Context: an optimization exercise on an open-source flow, tuned for small area, a short achievable clock period and few clock cycles. The choices shown serve that exercise and are no tape-out recipe. Function was checked by simulation only, so behaviour that the tests miss may differ from the original. No activity file was given, so power comes from the tool's default toggle rates.

==> flow/design.v <==
module frer_rec #(
    parameter NFLOWS = 4,
    parameter FW     = 2,    
    parameter HMAX   = 64    
) (
    input             clk,
    input             rst,
    input             in_valid,
    output            in_ready,
    input      [2:0]  in_op,
    input      [1:0]  in_flow,
    input             in_tagged,
    input      [15:0] in_seq,
    input      [31:0] in_now,
    input      [3:0]  in_addr,
    input      [31:0] in_data,
    output reg        out_valid,
    input             out_ready,
    output reg        out_pass,
    output reg [31:0] out_data
);
    localparam OP_FRAME  = 3'd0;
    localparam OP_SWEEP  = 3'd1;
    localparam OP_RRESET = 3'd2;
    localparam OP_PWRITE = 3'd3;
    localparam OP_READ   = 3'd4;
    localparam V_PASS      = 3'd0;
    localparam V_DUP       = 3'd1;
    localparam V_ROGUE     = 3'd2;
    localparam V_TL_PASS   = 3'd3;
    localparam V_TL_DROP   = 3'd4;
    localparam V_NO_FLOW   = 3'd5;
    localparam [31:0] SAT_POS = 32'h7FFF_FFFF;
    localparam [31:0] SAT_NEG = 32'h8000_0001;
    reg        p_valid   [0:NFLOWS-1];
    reg [6:0]  p_hlen    [0:NFLOWS-1];
    reg        p_alg     [0:NFLOWS-1];
    reg        p_tns     [0:NFLOWS-1];
    reg        p_len     [0:NFLOWS-1];
    reg [15:0] p_rms     [0:NFLOWS-1];
    reg [15:0] p_lediff  [0:NFLOWS-1];
    reg [2:0]  p_paths   [0:NFLOWS-1];
    reg [15:0] p_leper   [0:NFLOWS-1];
    reg [7:0]  p_lerst   [0:NFLOWS-1];
    reg        s_take    [0:NFLOWS-1];
    reg [15:0] s_rcv     [0:NFLOWS-1];
    reg [HMAX-1:0] s_hist [0:NFLOWS-1];
    reg [31:0] s_pass_us [0:NFLOWS-1];
    reg [31:0] s_le_acc  [0:NFLOWS-1];
    reg [31:0] s_le_t_us [0:NFLOWS-1];
    reg [7:0]  s_le_tests[0:NFLOWS-1];
    reg        s_latent  [0:NFLOWS-1];
    reg [31:0] c_passed  [0:NFLOWS-1];
    reg [31:0] c_disc    [0:NFLOWS-1];
    reg [31:0] c_ooo     [0:NFLOWS-1];
    reg [31:0] c_rogue   [0:NFLOWS-1];
    reg [31:0] c_lost    [0:NFLOWS-1];
    reg [31:0] c_tagless [0:NFLOWS-1];
    reg [31:0] c_resets  [0:NFLOWS-1];
    reg [31:0] c_lat_err [0:NFLOWS-1];
    reg [31:0] c_lat_rst [0:NFLOWS-1];
    reg [31:0] stg_w0, stg_w1, stg_w2;
    wire accept = in_valid && in_ready;
    assign in_ready = !out_valid || out_ready;
    wire        f_valid   = p_valid[in_flow];
    wire [6:0]  f_hlen    = p_hlen[in_flow];
    wire        f_alg     = p_alg[in_flow];
    wire        f_tns     = p_tns[in_flow];
    wire        f_len     = p_len[in_flow];
    wire [15:0] f_rms     = p_rms[in_flow];
    wire [15:0] f_lediff  = p_lediff[in_flow];
    wire [2:0]  f_paths   = p_paths[in_flow];
    wire [15:0] f_leper   = p_leper[in_flow];
    wire [7:0]  f_lerst   = p_lerst[in_flow];
    wire        f_take    = s_take[in_flow];
    wire [15:0] f_rcv     = s_rcv[in_flow];
    wire [HMAX-1:0] f_hist = s_hist[in_flow];
    wire [31:0] f_pass_us = s_pass_us[in_flow];
    wire [31:0] f_le_acc  = s_le_acc[in_flow];
    wire [31:0] f_le_t_us = s_le_t_us[in_flow];
    wire [7:0]  f_le_tests= s_le_tests[in_flow];
    wire        f_latent  = s_latent[in_flow];
    reg        n_take;
    reg [15:0] n_rcv;
    reg [HMAX-1:0] n_hist;
    reg [31:0] n_pass_us;
    reg [31:0] n_le_acc;
    reg [31:0] n_le_t_us;
    reg [7:0]  n_le_tests;
    reg        n_latent;
    reg        inc_passed, inc_disc, inc_ooo, inc_rogue, inc_tagless;
    reg        inc_resets, inc_lat_err, inc_lat_rst;
    reg [6:0]  add_lost;
    reg [2:0]  verdict;
    reg        pass;
    reg        flag_reset, flag_latent;
    reg        write_state;
    wire [31:0] reset_lim  = f_rms * 32'd1000;
    wire [31:0] leper_lim  = f_leper * 32'd1000;
    wire [31:0] since_pass = in_now - f_pass_us;
    wire [31:0] since_test = in_now - f_le_t_us;
    wire        timed_out  = !f_take && ($signed(since_pass) > $signed(reset_lim));
    wire        test_due   = f_len && ($signed(since_test) >= $signed(leper_lim));
    wire [31:0] abs_acc    = f_le_acc[31] ? (32'd0 - f_le_acc) : f_le_acc;
    wire        acc_over   = abs_acc > {16'd0, f_lediff};
    wire [7:0]  tests_inc  = f_le_tests + 8'd1;
    wire [15:0] delta16   = in_seq - f_rcv;
    wire signed [16:0] delta = {delta16[15], delta16};
    wire signed [16:0] hlen_s = {10'd0, f_hlen};
    wire        is_rogue  = (delta >= hlen_s) || (delta <= -hlen_s);
    wire [15:0] neg_d     = 16'd0 - delta16;
    wire [HMAX-1:0] win_mask = ({HMAX{1'b1}} >> (HMAX - f_hlen));
    wire [HMAX-1:0] keep_mask = win_mask >> delta16[6:0];
    wire [HMAX-1:0] leaving   = f_hist & win_mask & ~keep_mask;
    reg  [6:0]  leaving_ones;
    integer k;
    always @* begin
        leaving_ones = 7'd0;
        for (k = 0; k < HMAX; k = k + 1)
            leaving_ones = leaving_ones + {6'd0, leaving[k]};
    end
    always @* begin
        n_take      = f_take;
        n_rcv       = f_rcv;
        n_hist      = f_hist;
        n_pass_us   = f_pass_us;
        n_le_acc    = f_le_acc;
        n_le_t_us   = f_le_t_us;
        n_le_tests  = f_le_tests;
        n_latent    = f_latent;
        inc_passed  = 1'b0;
        inc_disc    = 1'b0;
        inc_ooo     = 1'b0;
        inc_rogue   = 1'b0;
        inc_tagless = 1'b0;
        inc_resets  = 1'b0;
        inc_lat_err = 1'b0;
        inc_lat_rst = 1'b0;
        add_lost    = 7'd0;
        verdict     = V_PASS;
        pass        = 1'b0;
        flag_reset  = 1'b0;
        flag_latent = 1'b0;
        write_state = 1'b0;
        if (in_op == OP_RRESET && f_valid) begin
            write_state = 1'b1;
            n_take      = 1'b1;
            n_hist      = {HMAX{1'b0}};
            inc_resets  = 1'b1;
        end
        if ((in_op == OP_FRAME && in_tagged && f_valid) || (in_op == OP_SWEEP && f_valid)) begin
            write_state = 1'b1;
            if (timed_out) begin
                n_take     = 1'b1;
                n_hist     = {HMAX{1'b0}};
                inc_resets = 1'b1;
                flag_reset = 1'b1;
            end
            if (test_due) begin
                if (acc_over) begin
                    inc_lat_err = 1'b1;
                    n_latent    = 1'b1;
                    flag_latent = 1'b1;
                end
                n_le_t_us  = in_now;
                n_le_tests = tests_inc;
                if (tests_inc == f_lerst) begin
                    n_le_acc    = 32'd0;
                    n_latent    = 1'b0;
                    n_le_tests  = 8'd0;
                    inc_lat_rst = 1'b1;
                end
            end
        end
        if (in_op == OP_FRAME && f_valid && !in_tagged) begin
            inc_tagless = 1'b1;
            pass        = f_tns;
            inc_passed  = f_tns;
            verdict     = f_tns ? V_TL_PASS : V_TL_DROP;
        end else if (in_op == OP_FRAME && !f_valid) begin
            verdict = V_NO_FLOW;
        end else if (in_op == OP_FRAME) begin
            if (n_take) begin
                pass      = 1'b1;
                n_take    = 1'b0;
                n_rcv     = in_seq;
                n_pass_us = in_now;
                if (!f_alg)
                    n_hist = win_mask;
            end else if (f_alg) begin
                if (in_seq == f_rcv) begin
                    verdict  = V_DUP;
                    inc_disc = 1'b1;
                end else begin
                    pass      = 1'b1;
                    inc_ooo   = (delta16 != 16'd1);
                    n_rcv     = in_seq;
                    n_pass_us = in_now;
                end
            end else begin
                if (is_rogue) begin
                    verdict   = V_ROGUE;
                    inc_rogue = 1'b1;
                end else if (delta <= 0) begin
                    if (f_hist[neg_d[5:0]]) begin
                        verdict  = V_DUP;
                        inc_disc = 1'b1;
                    end else begin
                        pass      = 1'b1;
                        n_hist    = f_hist | ({{(HMAX-1){1'b0}}, 1'b1} << neg_d[5:0]);
                        inc_ooo   = 1'b1;
                        n_pass_us = in_now;
                    end
                end else begin
                    pass      = 1'b1;
                    add_lost  = delta16[6:0] - leaving_ones;
                    n_hist    = ((f_hist << delta16[6:0]) & win_mask) | {{(HMAX-1){1'b0}}, 1'b1};
                    n_rcv     = in_seq;
                    inc_ooo   = (delta16 != 16'd1);
                    n_pass_us = in_now;
                end
            end
            inc_passed = pass;
            if (f_len && verdict != V_ROGUE) begin
                if (pass)
                    n_le_acc = sat_add(n_le_acc, {29'd0, f_paths});
                else
                    n_le_acc = sat_add(n_le_acc, 32'hFFFF_FFFF);
            end
        end
    end
    function [31:0] sat_add(input [31:0] a, input [31:0] b);
        reg [32:0] s;
        begin
            s = {a[31], a} + {b[31], b};
            if ($signed(s) > $signed({1'b0, SAT_POS}))
                sat_add = SAT_POS;
            else if ($signed(s) < $signed({1'b1, SAT_NEG}))
                sat_add = SAT_NEG;
            else
                sat_add = s[31:0];
        end
    endfunction
    wire        w_hlen_ok = (stg_w0[10:0] >= 11'd2) && (stg_w0[10:0] <= HMAX);
    wire        w_len     = stg_w0[14];
    wire        commit_ok = w_hlen_ok && (stg_w0[31:16] != 16'd0) &&
                            (!w_len || (stg_w1[18:16] != 3'd0 && stg_w2[15:0] != 16'd0 &&
                                        stg_w2[23:16] != 8'd0));
    wire        do_commit = accept && in_op == OP_PWRITE && in_addr[1:0] == 2'd3 && commit_ok;
    reg [31:0] rd_data;
    always @* begin
        case (in_addr)
            4'd0:  rd_data = c_passed[in_flow];
            4'd1:  rd_data = c_disc[in_flow];
            4'd2:  rd_data = c_ooo[in_flow];
            4'd3:  rd_data = c_rogue[in_flow];
            4'd4:  rd_data = c_lost[in_flow];
            4'd5:  rd_data = c_tagless[in_flow];
            4'd6:  rd_data = c_resets[in_flow];
            4'd7:  rd_data = c_lat_err[in_flow];
            4'd8:  rd_data = c_lat_rst[in_flow];
            4'd9:  rd_data = {f_valid, f_take, f_latent, 13'd0, f_rcv};
            4'd10: rd_data = f_le_acc;
            4'd11: rd_data = f_pass_us;
            4'd12: rd_data = f_le_t_us;
            4'd13: rd_data = {24'd0, f_le_tests};
            4'd14: rd_data = f_hist[31:0];
            default: rd_data = f_hist[63:32];
        endcase
    end
    reg [31:0] res_data;
    always @* begin
        case (in_op)
            OP_FRAME:  res_data = {27'd0, flag_latent, flag_reset, verdict};
            OP_SWEEP:  res_data = {27'd0, flag_latent, flag_reset, 3'd0};
            OP_PWRITE: res_data = {31'd0, in_addr[1:0] == 2'd3 && commit_ok};
            OP_READ:   res_data = rd_data;
            default:   res_data = 32'd0;
        endcase
    end
    always @(posedge clk) begin
        if (rst) begin
            out_valid <= 1'b0;
            out_pass  <= 1'b0;
            out_data  <= 32'd0;
        end else if (accept) begin
            out_valid <= 1'b1;
            out_pass  <= pass;
            out_data  <= res_data;
        end else if (out_ready) begin
            out_valid <= 1'b0;
        end
    end
    always @(posedge clk) begin
        if (rst) begin
            stg_w0 <= 32'd0;
            stg_w1 <= 32'd0;
            stg_w2 <= 32'd0;
        end else if (accept && in_op == OP_PWRITE) begin
            case (in_addr[1:0])
                2'd0: stg_w0 <= in_data;
                2'd1: stg_w1 <= in_data;
                2'd2: stg_w2 <= in_data;
                default: ;
            endcase
        end
    end
    integer i;
    always @(posedge clk) begin
        for (i = 0; i < NFLOWS; i = i + 1) begin
            if (rst) begin
                p_valid[i]    <= 1'b0;
                p_hlen[i]     <= 7'd0;
                p_alg[i]      <= 1'b0;
                p_tns[i]      <= 1'b0;
                p_len[i]      <= 1'b0;
                p_rms[i]      <= 16'd0;
                p_lediff[i]   <= 16'd0;
                p_paths[i]    <= 3'd0;
                p_leper[i]    <= 16'd0;
                p_lerst[i]    <= 8'd0;
                s_take[i]     <= 1'b0;
                s_rcv[i]      <= 16'd0;
                s_hist[i]     <= {HMAX{1'b0}};
                s_pass_us[i]  <= 32'd0;
                s_le_acc[i]   <= 32'd0;
                s_le_t_us[i]  <= 32'd0;
                s_le_tests[i] <= 8'd0;
                s_latent[i]   <= 1'b0;
                c_passed[i]   <= 32'd0;
                c_disc[i]     <= 32'd0;
                c_ooo[i]      <= 32'd0;
                c_rogue[i]    <= 32'd0;
                c_lost[i]     <= 32'd0;
                c_tagless[i]  <= 32'd0;
                c_resets[i]   <= 32'd0;
                c_lat_err[i]  <= 32'd0;
                c_lat_rst[i]  <= 32'd0;
            end else if (accept && in_flow == i[FW-1:0]) begin
                if (do_commit) begin
                    p_valid[i]    <= 1'b1;
                    p_hlen[i]     <= stg_w0[6:0];
                    p_alg[i]      <= stg_w0[11];
                    p_tns[i]      <= stg_w0[13];
                    p_len[i]      <= stg_w0[14];
                    p_rms[i]      <= stg_w0[31:16];
                    p_lediff[i]   <= stg_w1[15:0];
                    p_paths[i]    <= stg_w1[18:16];
                    p_leper[i]    <= stg_w2[15:0];
                    p_lerst[i]    <= stg_w2[23:16];
                    s_take[i]     <= 1'b1;
                    s_rcv[i]      <= 16'd0;
                    s_hist[i]     <= {HMAX{1'b0}};
                    s_pass_us[i]  <= 32'd0;
                    s_le_acc[i]   <= 32'd0;
                    s_le_t_us[i]  <= in_now;
                    s_le_tests[i] <= 8'd0;
                    s_latent[i]   <= 1'b0;
                    c_passed[i]   <= 32'd0;
                    c_disc[i]     <= 32'd0;
                    c_ooo[i]      <= 32'd0;
                    c_rogue[i]    <= 32'd0;
                    c_lost[i]     <= 32'd0;
                    c_tagless[i]  <= 32'd0;
                    c_resets[i]   <= 32'd0;
                    c_lat_err[i]  <= 32'd0;
                    c_lat_rst[i]  <= 32'd0;
                end else begin
                    if (write_state) begin
                        s_take[i]     <= n_take;
                        s_rcv[i]      <= n_rcv;
                        s_hist[i]     <= n_hist;
                        s_pass_us[i]  <= n_pass_us;
                        s_le_acc[i]   <= n_le_acc;
                        s_le_t_us[i]  <= n_le_t_us;
                        s_le_tests[i] <= n_le_tests;
                        s_latent[i]   <= n_latent;
                    end
                    c_passed[i]  <= c_passed[i]  + {31'd0, inc_passed};
                    c_disc[i]    <= c_disc[i]    + {31'd0, inc_disc};
                    c_ooo[i]     <= c_ooo[i]     + {31'd0, inc_ooo};
                    c_rogue[i]   <= c_rogue[i]   + {31'd0, inc_rogue};
                    c_lost[i]    <= c_lost[i]    + {25'd0, add_lost};
                    c_tagless[i] <= c_tagless[i] + {31'd0, inc_tagless};
                    c_resets[i]  <= c_resets[i]  + {31'd0, inc_resets};
                    c_lat_err[i] <= c_lat_err[i] + {31'd0, inc_lat_err};
                    c_lat_rst[i] <= c_lat_rst[i] + {31'd0, inc_lat_rst};
                end
            end
        end
    end
endmodule
==> flow/run.sh <==
#!/bin/bash
# synth_recipe.tcl (not shown) runs the flow's synth.tcl, then flattens the netlist and writes it again
# the make line also repeats each setting of config.mk as NAME=value (left out here)
make -C /OpenROAD-flow-scripts/flow DESIGN_CONFIG=/design/flow/config.mk WORK_HOME=/design/flow/orfs CLKGATE_MAP_FILE= SYNTH_SCRIPT=/design/flow/synth_recipe.tcl finish
==> flow/config.mk <==
export PLATFORM = sky130hd
export DESIGN_NAME = frer_rec
export DESIGN_NICKNAME = frer_rec
export VERILOG_FILES = /design/flow/design.v
export SDC_FILE = /design/flow/constraint.sdc
export NUM_CORES = 4
export LEC_CHECK = 0
export CAP_MARGIN = 20
export CORE_MARGIN = 2
export CORE_UTILIZATION = 40
export SLEW_MARGIN = 20
==> flow/constraint.sdc <==
create_clock -name core_clock -period 15.0 [get_ports {clk}]
set_input_delay 3.0000 -clock core_clock [delete_from_list [all_inputs] [get_ports {clk}]]
set_output_delay 3.0000 -clock core_clock [all_outputs]
set_load 0.01 [all_outputs]
==> notes.md <==
==> cells by family (layout without fill, tap and decap cells) <==
kind of cell             after synthesis  in the layout  share of synthesized area
AO/OA/AOI/OAI                       3317           3317                     0.1487
XOR/XNOR                            1178           1178                    0.07657
adder cells (fa/ha/maj)              606            606                    0.06576
buffers and inverters               1533           2178                    0.04331
flip-flops                          2283           2283                     0.3387
multiplexers                         834            834                     0.1145
other                                  0             32                          0
AND/OR/NAND/NOR                     6549           6549                     0.2125
==> placed cells by master (no fill, tap or decap), types with 46 or more instances in the layout <==
cell and n:
clkbuf_8 52, o21a_1 57, a31oi_1 98, nand3_1 581
o211ai_1 63, a211oi_1 282, mux4_2 559, inv_1 458
nor2b_1 58, nand2_1 2663, a32oi_1 57, a22oi_1 263
mux2_2 82, and3_1 315, clkdlybuf4s50_1 125, xnor2_1 351
buf_4 1072, a21o_1 85, and2_1 52, and4_1 61
ha_1 430, xor2_1 819, nor4_1 46, nor3_1 140
fa_1 170, clkbuf_16 273, o21ai_0 524, dfxtp_1 2283
a21oi_1 1491, nand4_1 291, o22ai_1 64, or3_1 138
clkbuf_1 56, nor2_1 1965, mux2i_1 193
==> through the flow <==
step             util  worst slack (ns)  cell area [µm²]  hold slack [ns]  total power [µW]
6_report       0.4651            0.4914           156300           0.4489             13960
5_1_grt        0.4650           0.02638           156300           0.4620             14340
4_1_cts        0.4646            0.5421           156100           0.4485             14000
3_5_place_dp   0.4382           -0.3637           147300           0.4409              7335
3_3_place_gp   0.4382           -0.2531           147300           0.4350              7341
2_1_floorplan       -         0.0003162           135600           0.4287              6887
==> per-layer routing <==
layer,global-route usage,up-vias,part of all wire
met3,0.06958,1391,0.096
li1,-,58150,-
met4,0.1908,28,0.068
met5,0,-,0.00036
met1,0.4255,61970,0.41
met2,0.4818,6117,0.43
==> final cells by class <==
cell class,instances,area share
Inverter,467,0.01125
Clock buffer,381,0.04963
Clock inverter,93,0.007212
Sequential cell,2283,0.2924
Multi-Input combinational cell,12480,0.5383
Timing Repair Buffer,1237,0.06456
Antenna cell,32,0.0005123
Tap cell,4515,0.03614
==> power groups by stage <==
stage	logic, µW	clock network [µW]	registers (µW)
2_1_floorplan	687	0	6200
3_3_place_gp	1140	0	6200
3_5_place_dp	1130	0	6200
4_1_cts	1140	6790	6070
5_1_grt	1230	7040	6070
6_report	1180	6720	6070
==> final timing paths <==
check | from | end | slack [ns] | depth (start not counted)
min reg2reg | s_hist[3][9] | s_hist[3][9] | 0.45 | 2
max | in_flow[0] | c_lost[3][28] | 0.49 | 50
max reg2reg | p_hlen[3][0] | c_lost[3][28] | 2.45 | 49
min | s_hist[3][9] | s_hist[3][9] | 0.45 | 2
==> worst min-delay path, delay by kind of cell, from the launching register on <==
| family | cells | cell delay (ns) |
|---|---|---|
| compound gates | 1 | 0.05 |
| simple gates | 1 | 0.05 |
| flops | 1 | 0.31 |
==> timing repair <==
action                                 CTS  global route
setup endpoints to repair                0            37
resized for setup                        0             4
endpoints found under the hold margin    0             0
==> impl_metrics.tcl <==
set metrics [dict create \
    yosysWarnings 28 \
    pin_count 129 \
    worstHoldPathType "reg2reg" \
    setup_viol 0 \
    max_stage_delay_ns 0.59 \
    yosysTopAreaCell "dfxtp_1" \
    synthTopCellsByArea "dfxtp_1, mux4_2, nand2_1, nor2_1, a21oi_1" \
    register_area_mm2 0.04570 \
    initial_utilization 0.4015 \
    p_sw_frac 0.2581 \
    critPathTopFamily "adder cells" \
    dp_hpwl_mm 421.1 \
    yosysUniqueCellTypes 92 \
    port_buffers 128 \
    rsz0062_at_grt "false" \
    rows 213 \
    internal_power_uw 10360 \
    syn_avg_cell_area_um2 8.278 \
    yosys-top-cells-count "nand2_1, dfxtp_1, nor2_1, a21oi_1, clkbuf_1" \
    ys_seq_elements 2283 \
    grt_max_degree 217 \
    fp.coreArea_mm2 0.3361 \
    insertion_delay_ns 0.96 \
    required_ns 15.86 \
    irDropWorstVdd_v 0.00008130 \
    postCtsHoldBufs 0 \
    crit_buf_inv 12 \
    power_frac_clock 0.481 \
    finalCriticalPeriod_ns 14.51 \
    grt_use_total 0.3220 \
    arrival_ns 15.37 \
    cts_root_buf "clkbuf_16" \
    dp.cells 20980 \
    ant_nets 0 \
    largest_register_ffs 256 \
    layout.nets 17440 \
    async_flop_share 0 \
    cts-htree-levels 5 \
    finalSetupTns_ns 0 \
    leakage_uw 0.05716 \
    routed_wl_mm 570.7 \
    routed_via_density 5.940 \
    crit_path_max_fanout 9 \
    cts_tree "yes" \
    overflow 0 \
    final_max_slew_viol_count 0 \
    cts_inserted_buffers 270 \
    die_y_um 584.8 \
    n_fill_cell 32820 \
    worst_clock_skew_ns 0.07289 \
    crit_top_cell "fa_1" \
    multi_input_area_mm2 0.08414 \
    crit_type "in2reg" \
    hold_violations 0 \
    ys_seq_area_frac 0.3387 \
    die_area_mm2 0.3420 \
    wire_per_inst_um 26.55 \
    slowest_stage "fa_1" \
    die_w_um 584.8 \
    yosysMostFrequentCell "nand2_1" \
    clk_pin_slew_ns 0.06 \
    pwr-share-comb 0.085 \
    seqPwrFrac 0.435 \
    drc_errors 0 \
    cts_buffer_depth 4 \
    gp_congestion 1.052 \
    crit_path_end_kind "flip-flop" \
    ys.flop_type "dfxtp_1" \
    cts.sinks 2283 \
    grt_pass1_wl_mm 820.8 \
    synth_area_mm2 0.1349 \
    synth_edf_count 0 \
    drt-initial-drc-count 15340 \
    vias 127700 \
    worst_pin_slew_ns 1.459 \
    antenna_found_initial 68 \
    min_period_over_period 0.9672 \
    max-cap-violations 0 \
    drive_gt1_frac 0.1387 \
    p_sw_uw 3604 \
    largest_register "s_hist" \
    status "finished clean" \
    post-cts-setup-buffers 0 \
    synthCells 16300 \
    fmax_mhz 68.92 \
    synth_top_area_frac 0.3387 \
    synthToLayoutAreaGrowth_pct 15.85 \
    final_cells 21490 \
    p_per_area_mw_per_mm2 89.33 \
    syn-num-nets 17000 \
    firstDrtPassIters 6 \
    slew_headroom 0.02720 \
    startpoint_type "input port" \
    grt_pass1_vias 117300 \
]
Testbench counts, summed over its fixed seeds: cycles 24,705.

[static timing again, ports no longer ideal]
How much do the figures lean on ideal ports? The routed layout below was timed once more, with nothing changed but the port constraints. Step 1 assumes that a clkbuf_16 drives the clock port and a buf_2 every other input. Step 2 moves the port delays by t, midway between the first and last clock arrival at a register: inputs arrive t later, outputs are due t later. That takes back most of the time a late clock gives input paths. a / b / c = ideal / step 1 / step 2; a / b = the first two.
shift t [ns]: 1.030
setup slack, ns: 0.491 / 0.469 / -0.560
pins driven straight from the clock port: 1
Met with ideal ports but missed after step 2: setup timing in this run. The setup slack of this run moves by -0.022 ns with the drivers and by -1.051 ns with both steps.
